Context: an optimization exercise on an open-source flow, tuned for small area, a short achievable clock period and few clock cycles per item. The choices shown serve that exercise and are no tape-out recipe.
RTL that was checked went through simulation tests only; none was proved equivalent to the original.

Setup of JK:
==> flow/design.v (excerpt) <==
module rs544_decoder (
    input  wire       clk,
    input  wire       rst,
    input  wire       in_valid,
    input  wire [9:0] in_sym,
    output wire       in_ready,
    output wire       err_valid,
    output wire [9:0] err_pos,
    output wire [9:0] err_val,
    output wire       done,
    output wire       done_uncorr,
    output wire       done_marked,
    output wire [4:0] done_nerr
);
clock: 12.0 ns
lec_check: 0
cap_margin: 20
core_margin: 2
core_utilization: 50
cts_buf_list: sky130_fd_sc_hd__clkbuf_16
cts_cluster_diameter: 100
cts_cluster_size: 30
place_density: 0.65
slew_margin: 20
synth_memory_max_bits: 16384
standard.sh (not shown) runs the stock make flow with config.mk's settings and CLKGATE_MAP_FILE= SYNTH_SCRIPT=/design/flow/synth_recipe.tcl, a recipe that flattens the netlist after the stock synthesis.
==> flow/flow/run.sh <==
#!/bin/bash
# Standard layout, with plain buffers (not delay cells) on the ports.
set -euo pipefail
export BUFFER_PORTS_ARGS="-buffer_cell sky130_fd_sc_hd__buf_4"
bash standard.sh > standard_flow.log 2>&1
Testbench counts of JK, summed over its fixed seeds: cycles 75,556, codewords 128.
What MS does differently from JK at the input level:
Settings: a change of PLACE_DENSITY from 0.65 to 0.75; a change of CTS_CLUSTER_DIAMETER from 100 to 90; a change of CORE_UTILIZATION from 50 to 65.
==> comparison <==
MS: PASS, flow complete, no timing, DRC or antenna violations
Die area in MS vs JK: down about 23%
JK has a higher non-clock buffer total of the final layout than MS.
Flip-flop and latch count: JK vs MS identical
Inputs modified between MS and AL:
Settings: swapping 90 for 80 in CTS_CLUSTER_DIAMETER; swapping 0.75 for 0.65 in PLACE_DENSITY; swapping 65 for 50 in CORE_UTILIZATION; swapping 30 for 25 in CTS_CLUSTER_SIZE.
==> flow/flow/run.sh <==
#!/bin/bash
# Standard layout, with plain buffers (not delay cells) on the ports, and
# timing repair pushed to leave 8.5 ns of setup slack where it can.
set -euo pipefail
export BUFFER_PORTS_ARGS="-buffer_cell sky130_fd_sc_hd__buf_4"
export SETUP_SLACK_MARGIN=8.5
bash standard.sh > standard_flow.log 2>&1
Notes after the runs:
NOTE: design area in AL exceeds that of MS. Setup slack, MS and AL: larger value in AL. Area of the core on AL is up relative to MS. Looking at MS and AL, the fraction of the mapped netlist area in compound gates is a wash. The number of antenna violations at the first check in global routing number comes out higher for AL vs MS. Count of clock-buffer cells in the layout was lower in the run labelled MS.
Here is what was changed in the inputs of TR compared with AL.
==> flow/flow/run.sh <==
#!/bin/bash
# Standard layout, with plain buffers (not delay cells) on the ports.
set -euo pipefail
export BUFFER_PORTS_ARGS="-buffer_cell sky130_fd_sc_hd__buf_4"
bash standard.sh > standard_flow.log 2>&1
## What came out
For utilization, TR and AL come out practically identical. Looking at routed length on met1, TR sits 0.82% below AL. From AL to TR the numbers moved as follows: met2 usage in global routing flat. For global-route wire length before repair, AL and TR come out practically identical. Comparing AL against TR, there is no change at all in number of clock sinks seen by CTS. Against AL as the reference, TR delivers a lower global-route track usage on met1. Going from AL to TR, number of standard cells in the final layout excluding fillers did not really move, placed cell area did not really move, sequential share of cell area did not really move.


rs544_decoder, a different RTL version from the one above (not shown whole).
For scale: ~8600 cells after synthesis, roughly 1800 flip-flops, about 43 I/O pins.
## rs544_decoder
module rs544_decoder (
    input  wire       clk,
    input  wire       rst,
    input  wire       in_valid,
    input  wire [9:0] in_sym,
    output wire       in_ready,
    output wire       err_valid,
    output wire [9:0] err_pos,
    output wire [9:0] err_val,
    output wire       done,
    output wire       done_uncorr,
    output wire       done_marked,
    output wire [4:0] done_nerr
);
    function [9:0] gf_mul;
        input [9:0] a;
        input [9:0] b;
        reg   [19:0] p;
        integer i;
        begin
            p = 20'd0;
            for (i = 0; i < 10; i = i + 1)
                if (b[i]) p = p ^ ({10'd0, a} << i);
            for (i = 19; i >= 10; i = i - 1)
                if (p[i]) p = p ^ (20'h00409 << (i - 10));
            gf_mul = p[9:0];
        end
    endfunction
    function [4:0] gf5_mul;
        input [4:0] a;
        input [4:0] b;
        reg   [8:0] p;
        integer i;
        begin
            p = 9'd0;
            for (i = 0; i < 5; i = i + 1)
                if (b[i]) p = p ^ ({4'd0, a} << i);
            for (i = 8; i >= 5; i = i - 1)
                if (p[i]) p = p ^ (9'h025 << (i - 5));
            gf5_mul = p[4:0];
        end
    endfunction
    function [9:0] to_comp;
        input [9:0] x;
        begin
            to_comp[0] = ^(x & 10'h177);
            to_comp[1] = ^(x & 10'h188);
            to_comp[2] = ^(x & 10'h3e4);
            to_comp[3] = ^(x & 10'h2c0);
            to_comp[4] = ^(x & 10'h184);
            to_comp[5] = ^(x & 10'h0f0);
            to_comp[6] = ^(x & 10'h12a);
            to_comp[7] = ^(x & 10'h136);
            to_comp[8] = ^(x & 10'h070);
            to_comp[9] = ^(x & 10'h3bc);
        end
    endfunction
    function [9:0] from_comp;
        input [9:0] x;
        begin
  ...
clock: 12.0 ns
lec_check: 0
abc_area: 1
cap_margin: 20
core_margin: 2
core_utilization: 50
place_density: 0.65
slew_margin: 20
synth_memory_max_bits: 16384
run.sh (not shown) runs the stock make flow with config.mk's settings and CLKGATE_MAP_FILE= SYNTH_SCRIPT=/design/flow/synth_recipe.tcl, a recipe that flattens the netlist after the stock synthesis.
Stock flow here: none of the scripts above is used.
Edit:
ABC_AREA = not set   (was 1)
Outcome: The changed run finished with timing, DRC and antenna clean. Worst setup slack gains 3.6 ps. Synthesized cell count decreases by 14%. Fmax stays flat. Cell count decreases by 12%. Sequential cell count is unchanged. Worst hold slack hardly moves.
Function was not checked in any run of this note: the RTL went through the layout flow alone.


rs544_decoder, a different RTL version from the one above (not shown whole).
Size: roughly 6900 cells after synthesis, about 80000 um2 of cells after synthesis.
clock: 12.0 ns
lec_check: 0
cap_margin: 20
core_margin: 2
core_utilization: 50
cts_buf_list: sky130_fd_sc_hd__clkbuf_16
cts_cluster_diameter: 100
cts_cluster_size: 30
place_density: 0.65
slew_margin: 20
synth_memory_max_bits: 16384
standard.sh (not shown) runs the stock make flow with config.mk's settings and CLKGATE_MAP_FILE= SYNTH_SCRIPT=/design/flow/synth_recipe.tcl, a recipe that flattens the netlist after the stock synthesis.
==> flow/flow/run.sh <==
#!/bin/bash
# Standard layout, with plain buffers (not delay cells) on the ports.
set -euo pipefail
export BUFFER_PORTS_ARGS="-buffer_cell sky130_fd_sc_hd__buf_4"
bash standard.sh > standard_flow.log 2>&1
The first run produced a clean layout.
Testbench counts at the start, summed over its fixed seeds: cycles 75,169, codewords 128.
Edit:
Settings changed: CTS_CLUSTER_DIAMETER 100 to 80, CTS_CLUSTER_SIZE 30 to 25.
What happened: Worst hold slack gains 0.0037 ns; area after synthesis stays the same; cell count rises by 0.59%; design area rose by 1.2%; sequential cell count stays the same; global-route usage hardly moves; worst setup slack is worse by 0.023 ns; die area does not change; via count goes up by 0.76%; wire length goes up by 0.31%.


Another version of the RTL of rs544_decoder (not shown whole).
For scale: about 79000 sq um of cells after synthesis.
==> flow/design.v (excerpt) <==
module rs544_decoder (
    input  wire       clk,
    input  wire       rst,
    input  wire       in_valid,
    input  wire [9:0] in_sym,
    output wire       in_ready,
    output wire       err_valid,
    output wire [9:0] err_pos,
    output wire [9:0] err_val,
    output wire       done,
    output wire       done_uncorr,
    output wire       done_marked,
    output wire [4:0] done_nerr
);
Settings: LEC_CHECK=0, CAP_MARGIN=20, CORE_MARGIN=2, CORE_UTILIZATION=65, CTS_BUF_LIST=sky130_fd_sc_hd__clkbuf_16, CTS_CLUSTER_DIAMETER=80, CTS_CLUSTER_SIZE=25, PLACE_DENSITY=0.75, SLEW_MARGIN=20, SYNTH_MEMORY_MAX_BITS=16384; clock period 12.0 ns.
Scripts as last shown in full above: flow/flow/run.sh
Then changed:
==> flow/flow/run.sh (replaced) <==
#!/bin/bash
# Standard layout, with plain buffers (not delay cells) on the ports, and
# timing repair asked to leave 8.6 ns of setup slack where it can.
set -euo pipefail
export BUFFER_PORTS_ARGS="-buffer_cell sky130_fd_sc_hd__buf_4"
export SETUP_SLACK_MARGIN=8.6
export MATCH_CELL_FOOTPRINT=0
bash standard.sh > standard_flow.log 2>&1
Settings changed: CORE_UTILIZATION 65 to 50, PLACE_DENSITY 0.75 to 0.65, TNS_END_PERCENT set to 10.
Outcome:
- The changed run ran to the end with no violations
- setup slack is better by 0.25 ns
- final area went up by about 1.3%
- global-route usage went down by 6.2 points
- count of clock-buffer cells in the layout went up by 9
- die area went up by about 30%
- critical path depth went down by 4
No functional check of the RTL was part of any run of this note.


Another version of the RTL of rs544_decoder (not shown whole).
Size in the first run: roughly 6800 cells after synthesis, roughly 1800 flip-flops, ~43 I/O pins.
==> flow/config.mk <==
export PLATFORM = sky130hd
export DESIGN_NAME = rs544_decoder
export DESIGN_NICKNAME = rs544_decoder
export VERILOG_FILES = /design/flow/design.v
export SDC_FILE = /design/flow/constraint.sdc
export NUM_CORES = 4
export LEC_CHECK = 0
export CAP_MARGIN = 20
export CORE_MARGIN = 2
export CORE_UTILIZATION = 50
export PLACE_DENSITY = 0.65
export SLEW_MARGIN = 20
export SYNTH_MEMORY_MAX_BITS = 16384
==> flow/constraint.sdc <==
create_clock -name core_clock -period 12.0 [get_ports {clk}]
set_input_delay 2.4000 -clock core_clock [delete_from_list [all_inputs] [get_ports {clk}]]
set_output_delay 2.4000 -clock core_clock [all_outputs]
set_load 0.01 [all_outputs]
==> flow/flow/run.sh <==
#!/bin/bash
# Standard layout, with plain buffers (not delay cells) on the ports.
set -euo pipefail
export BUFFER_PORTS_ARGS="-buffer_cell sky130_fd_sc_hd__buf_4"
bash standard.sh > standard_flow.log 2>&1
The first run produced a clean layout.
Testbench counts at the start, summed over its fixed seeds: cycles 75,564, codewords 128.
Rerun with:
--- a/flow/config.mk
+++ b/flow/config.mk
@@ -10,0 +11,3 @@
+export CTS_BUF_LIST = sky130_fd_sc_hd__clkbuf_16
+export CTS_CLUSTER_DIAMETER = 80
+export CTS_CLUSTER_SIZE = 25
Outcome:
- hold slack is worse by 0.0037 ns
- synthesized area does not change
- cell area goes down by 3.4%
- via count came out lower by 1.4%
- synthesized cell count does not change
- worst setup slack improves by 0.047 ns
Rerun with:
--- a/flow/config.mk
+++ b/flow/config.mk
@@ -11,3 +11,3 @@
-export CTS_BUF_LIST = sky130_fd_sc_hd__clkbuf_16
-export CTS_CLUSTER_DIAMETER = 80
-export CTS_CLUSTER_SIZE = 25
+export CTS_BUF_LIST = sky130_fd_sc_hd__clkbuf_8
+export CTS_CLUSTER_DIAMETER = 50
+export CTS_CLUSTER_SIZE = 16
Effect: The new run finished with timing, DRC and antenna clean; non-clock buffer count fell by 1; sequential share of layout area falls by 0.16 points; register-to-register slack stays flat; wire length goes up slightly; worst setup slack degrades by 0.16 ns; final area is about the same; die area is unchanged.


the reference run:
rs544_decoder, a different RTL version from the one above (not shown whole).
For scale: roughly 1800 flip-flops, about 43 I/O pins, roughly 80000 µm² of cells after synthesis.
==> flow/design.v (excerpt) <==
module rs544_decoder (
    input  wire       clk,
    input  wire       rst,
    input  wire       in_valid,
    input  wire [9:0] in_sym,
    output wire       in_ready,
    output wire       err_valid,
    output wire [9:0] err_pos,
    output wire [9:0] err_val,
    output wire       done,
    output wire       done_uncorr,
    output wire       done_marked,
    output wire [4:0] done_nerr
);
    function [9:0] gf_mul;
        input [9:0] a;
        input [9:0] b;
        reg   [19:0] p;
        integer i;
        begin
            p = 20'd0;
            for (i = 0; i < 10; i = i + 1)
                if (b[i]) p = p ^ ({10'd0, a} << i);
            for (i = 19; i >= 10; i = i - 1)
                if (p[i]) p = p ^ (20'h00409 << (i - 10));
            gf_mul = p[9:0];
        end
    endfunction
    function [4:0] gf5_mul;
        input [4:0] a;
        input [4:0] b;
        reg   [8:0] p;
        integer i;
        begin
            p = 9'd0;
            for (i = 0; i < 5; i = i + 1)
                if (b[i]) p = p ^ ({4'd0, a} << i);
            for (i = 8; i >= 5; i = i - 1)
                if (p[i]) p = p ^ (9'h025 << (i - 5));
            gf5_mul = p[4:0];
        end
    endfunction
    function [9:0] to_comp;
  ...
clock: 12.0 ns
lec_check: 0
cap_margin: 20
core_margin: 2
core_utilization: 65
cts_buf_list: sky130_fd_sc_hd__clkbuf_16
cts_cluster_diameter: 80
cts_cluster_size: 25
place_density: 0.75
slew_margin: 20
synth_memory_max_bits: 16384
Scripts as last shown in full above: flow/flow/run.sh
The reference run was carried through to the last stage, and its layout satisfied the timing, design-rule and antenna checks.
[inputs] the trial run vs the reference run
Settings: changing PLACE_DENSITY from 0.75 to 0.82; changing CORE_UTILIZATION from 65 to 72.
### Flow results
- Worst setup slack: the trial run better than the reference run
- | placer congestion estimate | higher: the trial run |
- Between the reference run and the trial run, the flow reports first-iteration DRC count increasing by more than 10%.
- Core utilization: the trial run vs the reference run up 7.5 points
- The trial run vs. the reference run: post-route cell area now sits lower; sequential share of layout area higher; share of the clock period used by the worst path roughly the same.
Function was not checked in any run of this note: the RTL went through the layout flow alone.


before:
Another version of the RTL of rs544_decoder (not shown whole).
For scale: ~7,000 cells after synthesis, about 1,800 flip-flops, roughly 43 I/O pins, roughly 80,000 um2 of cells after synthesis.
Settings: LEC_CHECK=0, CAP_MARGIN=20, CORE_MARGIN=2, CORE_UTILIZATION=60, CTS_BUF_LIST=sky130_fd_sc_hd__clkbuf_16, CTS_CLUSTER_DIAMETER=80, CTS_CLUSTER_SIZE=25, PLACE_DENSITY=0.7, SLEW_MARGIN=20, SYNTH_MEMORY_MAX_BITS=16384; clock period 12.0 ns.
Scripts as last shown in full above: flow/flow/run.sh
before was carried through to the last stage, and its layout satisfied the timing, design-rule and antenna checks.
Testbench counts of before, summed over its fixed seeds: cycles 75,169, codewords 128.
The inputs of after differ from those of before as listed below.
- CORE_UTILIZATION changed from 60 to 50
- PLACE_DENSITY changed from 0.7 to 0.65
==> results.txt <==
Shortest period the worst path allows was higher in the run labelled before. after ends up with a wire length that is about 0.56% lower than in before. after was carried through to the last stage, and its layout satisfied the timing, design-rule and antenna checks. after ended with less maximum fanout encountered on the critical timing path than before.


rs544_decoder, a different RTL version from the one above (not shown whole).
For scale: roughly 7500 cells after synthesis, about 43 I/O pins, roughly 84000 um2 of cells after synthesis.
Settings: LEC_CHECK=0, CAP_MARGIN=20, CORE_MARGIN=2, CORE_UTILIZATION=50, PLACE_DENSITY=0.65, SLEW_MARGIN=20, SYNTH_MEMORY_MAX_BITS=16384; clock period 12.0 ns.
Scripts as last shown in full above: flow/flow/run.sh
The first run completed without violations.
Testbench counts at the start, summed over its fixed seeds: cycles 75,564, codewords 128.
Change:
==> flow/run.sh (new file) <==
#!/bin/bash
# synth_recipe.tcl (not shown) runs the flow's synth.tcl, then flattens the netlist and writes it again
# the make line also repeats each setting of config.mk as NAME=value (left out here)
make -C /OpenROAD-flow-scripts/flow DESIGN_CONFIG=/design/flow/config.mk WORK_HOME=/design/flow/orfs CLKGATE_MAP_FILE= SYNTH_SCRIPT=/design/flow/synth_recipe.tcl finish
removed: flow/flow/run.sh
removed: flow/standard.sh
After rerunning: The new run went through all stages and came out clean. Routed wire length went down by 1.0%. Utilization stays flat. Global-route usage went down by 0.14 points. Setup slack is worse by 0.33 ns. Cell area stays flat. Die area is unchanged.

[what the ideal ports hide]
The results above use ideal ports. As a check the final layouts listed here were re-extracted and re-timed, cells and wires unchanged.
Step 1: set_driving_cell puts a clkbuf_16 on clk and a buf_2 on each other input, an assumption about the parent block.
Step 2 also shifts input and output timing later by t, the mid clock arrival at the registers, as if the neighbouring blocks saw the same clock.
Three values: ideal ports, drivers, drivers and shift; two values: the first two.
run	t, ns	slack for setup (ns)	clock arrival spread, ns	worst data-port slew with drivers (ns)	pins driven straight from the clock port
JK	0.808	8.322 / 8.241 / 8.129	0.053 / 0.054	0.03	1
MS	0.777	7.969 / 7.969 / 7.969	0.046 / 0.046	0.03	1
AL	0.820	8.313 / 8.233 / 8.183	0.042 / 0.042	0.03	1
TR	0.828	8.312 / 8.231 / 8.114	0.068 / 0.068	0.03	1
the first run of note 2	0.909	7.843 / 7.759 / 7.989	0.053 / 0.053	0.04	1
the second run of note 2	0.891	7.847 / 7.769 / 7.398	0.045 / 0.045	0.03	1
the first run of note 3	0.806	8.293 / 8.217 / 8.161	0.048 / 0.048	0.06	1
the second run of note 3	0.830	8.270 / 8.193 / 8.170	0.051 / 0.051	0.05	1
the first run of note 4	0.799	8.053 / 8.053 / 8.053	0.041 / 0.041	0.03	1
the second run of note 4	0.836	8.298 / 8.214 / 8.048	0.056 / 0.056	0.05	1
the first run of note 5	0.897	8.190 / 8.111 / 8.180	0.057 / 0.057	0.04	1
the second run of note 5	0.847	8.237 / 8.157 / 8.171	0.053 / 0.053	0.04	1
the third run of note 5	0.996	8.075 / 8.001 / 8.186	0.067 / 0.067	0.04	1
the reference run	0.792	8.309 / 8.231 / 8.166	0.038 / 0.038	0.04	1
the trial run	0.783	8.315 / 8.237 / 8.290	0.073 / 0.073	0.04	1
before	0.821	8.237 / 8.153 / 8.043	0.049 / 0.049	0.17	1
after	0.827	8.293 / 8.216 / 8.112	0.084 / 0.085	0.05	1
the first run of note 8	0.909	8.106 / 8.064 / 8.106	0.064 / 0.064	0.08	1
the second run of note 8	0.907	7.776 / 7.697 / 7.810	0.066 / 0.066	0.03	1
After both steps setup and hold are still met in every run listed. The setup slack of the second run of note 2, which loses most, moves by -0.078 ns with the drivers and by -0.449 ns with both steps.
